This is an optimization exercise on Yosys and OpenROAD, whose aim is small area, not a production implementation. Function was checked by simulation only, so behaviour that the tests miss may differ from the original. Power figures rest on the tool's default switching activity, not on a simulated workload.

run X:
==> flow/design.v (excerpt) <==
module lpe_vstage (
    input  wire        clk,
    input  wire        rst,
    input  wire        clear,
    input  wire        start,
    input  wire [15:0] e,
    input  wire [15:0] kp_k,
    input  wire [3:0]  kp_s,
    input  wire [15:0] ki_k,
    input  wire [3:0]  ki_s,
    input  wire [15:0] ilim_lo,
    input  wire [15:0] ilim_hi,
    input  wire [15:0] ulim_lo,
    input  wire [15:0] ulim_hi,
    input  wire        cond,
    input  wire        bq1_en,
    input  wire [15:0] bq1_b0, bq1_b1, bq1_b2, bq1_a1, bq1_a2,
    input  wire        bq2_en,
    input  wire [15:0] bq2_b0, bq2_b1, bq2_b2, bq2_a1, bq2_a2,
    input  wire [15:0] vulim_lo,
    input  wire [15:0] vulim_hi,
    output reg         done,
    output reg  [15:0] iq0,         
    output reg         clamp_i
);
Size: about 340 I/O pins, about 19000 sq um of cells after synthesis.
export LEC_CHECK = 0
export CAP_MARGIN = 20
export CORE_MARGIN = 2
export CORE_UTILIZATION = 40
export PLACE_DENSITY = 0.6
export SLEW_MARGIN = 20
create_clock -name core_clock -period 15.0 [get_ports {clk}]
standard.sh (not shown) runs the stock make flow with config.mk's settings and CLKGATE_MAP_FILE= SYNTH_SCRIPT=/design/flow/synth_recipe.tcl, a recipe that flattens the netlist after the stock synthesis.
==> flow/flow/run.sh <==
#!/bin/bash
# The standard layout with two changes:
#  - every port is buffered by a buf_1 instead of the default clkdlybuf4s50_1;
#  - clock tree synthesis builds from clkbuf_4/clkbuf_8 and adds no dummy loads; sinks are clustered 20 to a buffer within 50 um.
# make's output goes to layout.log here; ORFS keeps each step's log under orfs/logs.
set -euo pipefail
bash standard.sh \
  "BUFFER_PORTS_ARGS=-buffer_cell sky130_fd_sc_hd__buf_1" \
  "CTS_ARGS=-sink_clustering_enable -repair_clock_nets -dont_use_dummy_load -sink_clustering_size 20 -sink_clustering_max_diameter 50 -buf_list {sky130_fd_sc_hd__clkbuf_4 sky130_fd_sc_hd__clkbuf_8}" \
  finish > layout.log 2>&1
Inputs modified between run X and run D:
-- flow/design.v --
<<< run X, line 62
    reg [2:0]  dc;
    reg        run_m;
    reg        fin;
    reg [3:0]  fop;
>>> run D, line 62
    reg [2:0]  dc;
    reg        run_m;
    reg [2:0]  ec;                   
    reg        fin;
    reg [3:0]  fop;
<<< run X, line 97
    wire [3:0] y1b_o = y1b[3:0] & m2, y2b_o = y2b[3:0] & m2;
    wire [3:0] ydig = iq0[4*ph[1:0] +: 4];
    wire [1:0] q    = (op == OP_KI) ? ki_s[3:2] : kp_s[3:2];
    wire [2:0] eidx = dcc - {1'b0, q};
    wire       ev   = (dcc >= {1'b0, q}) && (eidx <= 3'd3);
    wire [3:0] edig = iq0[4*eidx[1:0] +: 4];
    reg [3:0]  D;
    reg        sgn;
>>> run D, line 98
    wire [3:0] y1b_o = y1b[3:0] & m2, y2b_o = y2b[3:0] & m2;
    wire [3:0] ydig = iq0[4*ph[1:0] +: 4];
    wire       ev   = ~ec[2];
    wire [3:0] edig = iq0[4*ec[1:0] +: 4];
    reg [3:0]  D;
    reg        sgn;
<<< run X, line 106
        D = 4'd0; sgn = 1'b0;
        case (op)
            OP_KI:  begin D = ev ? edig : 4'd0; sgn = ev && eidx == 3'd3; end
            OP_KP:  begin D = ev ? edig : 4'd0; sgn = ev && eidx == 3'd3; end
            OP_A2A: begin D = y2a_o; sgn = dcc == 3'd7; end
            OP_A1A: begin D = y1a_o; sgn = dcc == 3'd7; end
>>> run D, line 105
        D = 4'd0; sgn = 1'b0;
        case (op)
            OP_KI:  begin D = ev ? edig : 4'd0; sgn = ev && ec == 3'd3; end
            OP_KP:  begin D = ev ? edig : 4'd0; sgn = ev && ec == 3'd3; end
            OP_A2A: begin D = y2a_o; sgn = dcc == 3'd7; end
            OP_A1A: begin D = y1a_o; sgn = dcc == 3'd7; end
<<< run X, line 170
    wire        rc     = rb & ~(P[19] & zl);        
    wire [35:0] Im     = zI ? 36'd0 : {{5{integ[30]}}, integ};
    wire [35:0] op1    = fpi ? Im : ffst ? 36'd0 : A;
    wire [35:0] op2    = fpi ? ext_pi : ext_bq;
    wire [35:0] Asum   = add36(op1, op2, fa & rc);
    wire        Anz = |A[14:0];
    wire signed [15:0] es = iq0;
>>> run D, line 169
    wire        rc     = rb & ~(P[19] & zl);        
    wire [35:0] Im     = zI ? 36'd0 : {{5{integ[30]}}, integ};
    wire [35:0] op1    = (fin & fpi) ? Im : (fin & ffst) ? 36'd0 : A;
    wire [35:0] op2    = ~fin ? 36'd0 : fpi ? ext_pi : ext_bq;
    wire [35:0] Asum   = add36(op1, op2, fin & fa & rc);
    wire        Anz = |A[14:0];
    wire signed [15:0] es = iq0;
<<< run X, line 224
            default: ;
        endcase
        if (fin) A <= Asum;
    end
    always @(posedge clk) begin
>>> run D, line 223
            default: ;
        endcase
        A <= Asum;
    end
    always @(posedge clk) begin
<<< run X, line 241
            fin <= act && last;
            fop <= op;
            if (act) begin
                if (last) begin
>>> run D, line 240
            fin <= act && last;
            fop <= op;
            if (act && is_pi) ec <= last ? -{1'b0, kp_s[3:2]} : ec + 3'd1;
            if (act) begin
                if (last) begin
<<< run X, line 267
                end else if (start) begin
                    iq0   <= e;
                    busy  <= 1'b1;
                    op    <= OP_KI;
>>> run D, line 267
                end else if (start) begin
                    iq0   <= e;
                    ec    <= -{1'b0, ki_s[3:2]};
                    busy  <= 1'b1;
                    op    <= OP_KI;
## What came out
Run D vs run X on clock tree cell share of total cell area: run D is the lower one.
Between run X and run D, the combinational cell fraction of total power is lower for run D.
Comparing run X and run D, the lower number of resized instances in the post-cts repair step was measured on run D.
Compound-gate portion of the synthesized area in run D is 1.0 points above run X.
Ratio of final minimum period to clock period: run X and run D compared, lower one is run D
Summary of the comparison: number of sequential cells in the layout is higher in run D, relative to run X.
Against run X, run D reports a path depth of the worst reg2reg path that is lower.
Clock latency on the worst-skew pair, run X and run D, higher one = run X.
Diff run X -> run D: non-clock buffer count dropped 7; register-to-register slack ~0 delta; time the final worst path needs with I/O delays and setup now smaller.
Higher power per unit of standard cell area among run X and run D: run X
[run D] proportion of cell area occupied by registers fell 1.2 points relative to run X

afterwards: timing with drivers on the ports:
In the flow no input, the clock included, has a driving cell. The finished layouts below were timed again as built, in two steps. Step 1 sets driving cells, clkbuf_16 on the clock port and buf_2 on the other inputs (assumed; they add their load-dependent delay and slew). Step 2 also shifts input and output timing later by t, the mid clock arrival at the registers, as if the neighbouring blocks saw the same clock. Slacks: ideal ports / drivers / drivers and shift; pairs: ideal ports / drivers.
run	t (ns)	slack for setup (ns)	worst setup path after step 2	worst register clock-pin slew, ns	worst slew at a driven data input, ns
run X	0.620	0.434 / 0.458 / -0.162	input to register	0.11 / 0.11	0.12
run D	0.599	0.479 / 0.479 / -0.021	input to register	0.11 / 0.11	0.16
Met with ideal ports but missed after step 2: setup timing in run X and run D. For run X, which loses most, drivers alone change the setup slack by +0.024 ns; drivers and shift together by -0.596 ns.
